Context: an optimization exercise on an open-source flow, tuned for small area and a short achievable clock period. The choices shown serve that exercise and are no tape-out recipe. Only simulation tests tie the RTL to the original design; equivalence was not proved.

==> flow/design.v (excerpt) <==
module wbm (
    input  wire        clk,
    input  wire        rst,
    input  wire        cfg_we,
    input  wire [4:0]  cfg_addr,
    input  wire [31:0] cfg_wdata,
    input  wire        in_valid,
    input  wire [23:0] in_r,
    input  wire [23:0] in_g,
    input  wire [23:0] in_b,
    output wire        out_valid,
    output wire [23:0] out_r,
    output wire [23:0] out_g,
    output wire [23:0] out_b
);
export LEC_CHECK = 0
export CAP_MARGIN = 10
export CORE_MARGIN = 2
export CORE_UTILIZATION = 70
export GPL_TIMING_DRIVEN = 0
export PLACE_DENSITY = 0.8
export SLEW_MARGIN = 10
create_clock -name core_clock -period 18.0 [get_ports {clk}]
standard.sh (not shown) runs the stock make flow with config.mk's settings and CLKGATE_MAP_FILE= SYNTH_SCRIPT=/design/flow/synth_recipe.tcl, a recipe that flattens the netlist after the stock synthesis.
==> flow/flow/run.sh <==
#!/bin/bash
# Layout flow: the standard synthesis, then an inverter-polarity clean-up of
# the gate netlist around the full adders (flow/polarity.py; registers are not
# touched; if the cleaned netlist does not elaborate against the cell library,
# the standard netlist is kept), then the standard ORFS flow from the
# synthesised netlist on, with timing repair aimed at a tighter setup margin
# than the 18 ns clock needs, plain port buffers and no dummy clock loads.
# Each step's full output goes to a log file in this folder.
set -euo pipefail
MARGIN=${MARGIN:-13.2}
R=orfs/results/sky130hd/wbm/base
LIB=$FLOW_HOME/platforms/sky130hd/lib/sky130_fd_sc_hd__tt_025C_1v80.lib
bash standard.sh synth > flow_synth.log 2>&1
cp $R/1_2_yosys.v $R/1_2_yosys_std.v
if python3 flow/polarity.py $R/1_2_yosys_std.v $R/1_2_yosys_pol.v > flow_polarity.log 2>&1 &&
   yosys -p "read_liberty -lib $LIB; read_verilog $R/1_2_yosys_pol.v; hierarchy -check -top $FLOW_TOP" \
       > flow_polarity_check.log 2>&1; then
    sleep 1
    cp $R/1_2_yosys_pol.v $R/1_2_yosys.v
    touch $R/1_2_yosys.v
else
    echo "polarity clean-up not used" >> flow_polarity.log
fi
bash standard.sh SETUP_SLACK_MARGIN=$MARGIN MAX_REPAIR_ANTENNAS_ITER_GRT=15 \
    MAX_REPAIR_ANTENNAS_ITER_DRT=15 \
    "BUFFER_PORTS_ARGS=-buffer_cell sky130_fd_sc_hd__buf_2" \
    "CTS_ARGS=-sink_clustering_enable -repair_clock_nets -dont_use_dummy_load -sink_clustering_size 30 -sink_clustering_max_diameter 100 -wire_unit 5 -buf_list sky130_fd_sc_hd__clkbuf_16" \
    finish > flow_finish.log 2>&1
Other scripts of this flow, unchanged in this note and not shown: flow/flow/polarity.py
Then changed:
- CAP_MARGIN: 10 -> 20
- CORE_UTILIZATION: 70 -> 60
- GPL_TIMING_DRIVEN: 0 -> unset
- PLACE_DENSITY: 0.8 -> 0.7
- SLEW_MARGIN: 10 -> 20
Setup slack improves by 0.075 ns.
Area after synthesis is unchanged.
Sequential share of layout area rises by 0.23 points.
Register-to-register slack improves by 0.20 ns.
Wire length falls by 11%.
Then changed:
- CAP_MARGIN: 20 -> 10
- CORE_UTILIZATION: 60 -> 70
- PLACE_DENSITY: 0.7 -> 0.8
- SLEW_MARGIN: 20 -> 10
Cell count came out lower by a few percent.
Synthesized area is unchanged.
Worst setup slack is about the same.
Fmax stays flat.
Clock skew came out lower by 0.0083 ns.
Design area came out lower slightly.
Then changed:
--- a/flow/flow/run.sh
+++ b/flow/flow/run.sh
@@ -9,3 +9,3 @@
 set -euo pipefail
-MARGIN=${MARGIN:-13.2}
+MARGIN=${MARGIN:-13.05}
 R=orfs/results/sky130hd/wbm/base
- CAP_MARGIN: 10 -> 20
- CORE_UTILIZATION: 70 -> 60
- PLACE_DENSITY: 0.8 -> 0.7
- SLEW_MARGIN: 10 -> 20
Cell count rose by a few percent.
Worst setup slack loses 0.0055 ns.
Final area hardly moves.

== run A ==
Starting RTL as in the previous note.
clock: 18.0 ns
lec_check: 0
cap_margin: 10
core_margin: 2
core_utilization: 70
place_density: 0.8
slew_margin: 10
==> flow/flow/run.sh <==
#!/bin/bash
# Layout flow: the standard synthesis, then an inverter-polarity clean-up of
# the gate netlist around the full adders (flow/polarity.py; registers are not
# touched; if the cleaned netlist does not elaborate against the cell library,
# the standard netlist is kept), then the standard ORFS flow from the
# synthesised netlist on, with timing repair aimed at a tighter setup margin
# than the 18 ns clock needs, plain port buffers and no dummy clock loads.
# Each step's full output goes to a log file in this folder.
set -euo pipefail
MARGIN=${MARGIN:-13.2}
R=orfs/results/sky130hd/wbm/base
LIB=$FLOW_HOME/platforms/sky130hd/lib/sky130_fd_sc_hd__tt_025C_1v80.lib
bash standard.sh synth > flow_synth.log 2>&1
cp $R/1_2_yosys.v $R/1_2_yosys_std.v
if python3 flow/polarity.py $R/1_2_yosys_std.v $R/1_2_yosys_pol.v > flow_polarity.log 2>&1 &&
   yosys -p "read_liberty -lib $LIB; read_verilog $R/1_2_yosys_pol.v; hierarchy -check -top $FLOW_TOP" \
       > flow_polarity_check.log 2>&1; then
    sleep 1
    cp $R/1_2_yosys_pol.v $R/1_2_yosys.v
    touch $R/1_2_yosys.v
else
    echo "polarity clean-up not used" >> flow_polarity.log
fi
bash standard.sh SETUP_SLACK_MARGIN=$MARGIN MAX_REPAIR_ANTENNAS_ITER_GRT=15 \
    MAX_REPAIR_ANTENNAS_ITER_DRT=15 \
    "BUFFER_PORTS_ARGS=-buffer_cell sky130_fd_sc_hd__buf_2" \
    "CTS_ARGS=-sink_clustering_enable -repair_clock_nets -dont_use_dummy_load -sink_clustering_size 30 -sink_clustering_max_diameter 100 -wire_unit 5 -clustering_exponent 6 -buf_list sky130_fd_sc_hd__clkbuf_16" \
    finish > flow_finish.log 2>&1
Other scripts of this flow, unchanged in this note and not shown: flow/flow/polarity.py
Run A reached the final stage; the timing, DRC and antenna checks on its layout passed.
The following lists how run B was set up differently from run A:
--- a/flow/flow/run.sh
+++ b/flow/flow/run.sh
@@ -8,5 +8,5 @@
 # Each step's full output goes to a log file in this folder.
 set -euo pipefail
-MARGIN=${MARGIN:-13.2}
+MARGIN=${MARGIN:-13.27}
 R=orfs/results/sky130hd/wbm/base
 LIB=$FLOW_HOME/platforms/sky130hd/lib/sky130_fd_sc_hd__tt_025C_1v80.lib
@@ -25,4 +25,4 @@
     MAX_REPAIR_ANTENNAS_ITER_DRT=15 \
     "BUFFER_PORTS_ARGS=-buffer_cell sky130_fd_sc_hd__buf_2" \
-    "CTS_ARGS=-sink_clustering_enable -repair_clock_nets -dont_use_dummy_load -sink_clustering_size 30 -sink_clustering_max_diameter 100 -wire_unit 5 -clustering_exponent 6 -buf_list sky130_fd_sc_hd__clkbuf_16" \
+    "CTS_ARGS=-sink_clustering_enable -repair_clock_nets -dont_use_dummy_load -sink_clustering_size 30 -sink_clustering_max_diameter 100 -wire_unit 5 -buf_list sky130_fd_sc_hd__clkbuf_16" \
     finish > flow_finish.log 2>&1
[summary]
Run B: PASS, flow complete, no timing, DRC or antenna violations. On final critical path time including I/O delays and setup, the lower figure sits with run B, not run A. Run B -> run A: number of cells on the critical path delta 0, exact match. As of run B, maximum frequency from static timing analysis had risen slightly compared to run A. Compared run A against run B; final worst-path cycle share within noise. Wire: run B routes more than run A. A origin of the worst setup path of g_row[2].u_a2.y[21] is what run B shows, while v_pipe[16] belongs to run A. Taking run A as the reference, in run B design area went up; sequential share of layout area flat; number of standard cells in the layout, taps in and fillers out went up by 100.

## port drivers added, routing unchanged
How much do the figures lean on ideal ports? The routed layouts below were timed once more, with nothing changed but the port constraints. Step 1 assumes that a clkbuf_16 drives the clock port and a buf_2 every other input. Step 2 moves the port delays by t, midway between the first and last clock arrival at a register: inputs arrive t later, outputs are due t later. That takes back most of the time a late clock gives input paths. a / b / c = no drivers / after step 1 / after step 2; a / b = the first two.
run | t, ns | setup slack, ns | worst slew at a driven data input, ns
the first run of note 1 | 0.853 | 13.085 / 13.047 / 13.085 | 0.18
the second run of note 1 | 0.823 | 13.160 / 13.054 / 13.280 | 0.06
the third run of note 1 | 0.852 | 13.160 / 13.041 / 13.298 | 0.17
the fourth run of note 1 | 0.820 | 13.154 / 13.044 / 13.161 | 0.08
run A | 0.837 | 13.162 / 13.041 / 13.273 | 0.17
run B | 0.838 | 13.180 / 13.067 / 13.334 | 0.10
After both steps setup and hold are still met in every run listed.
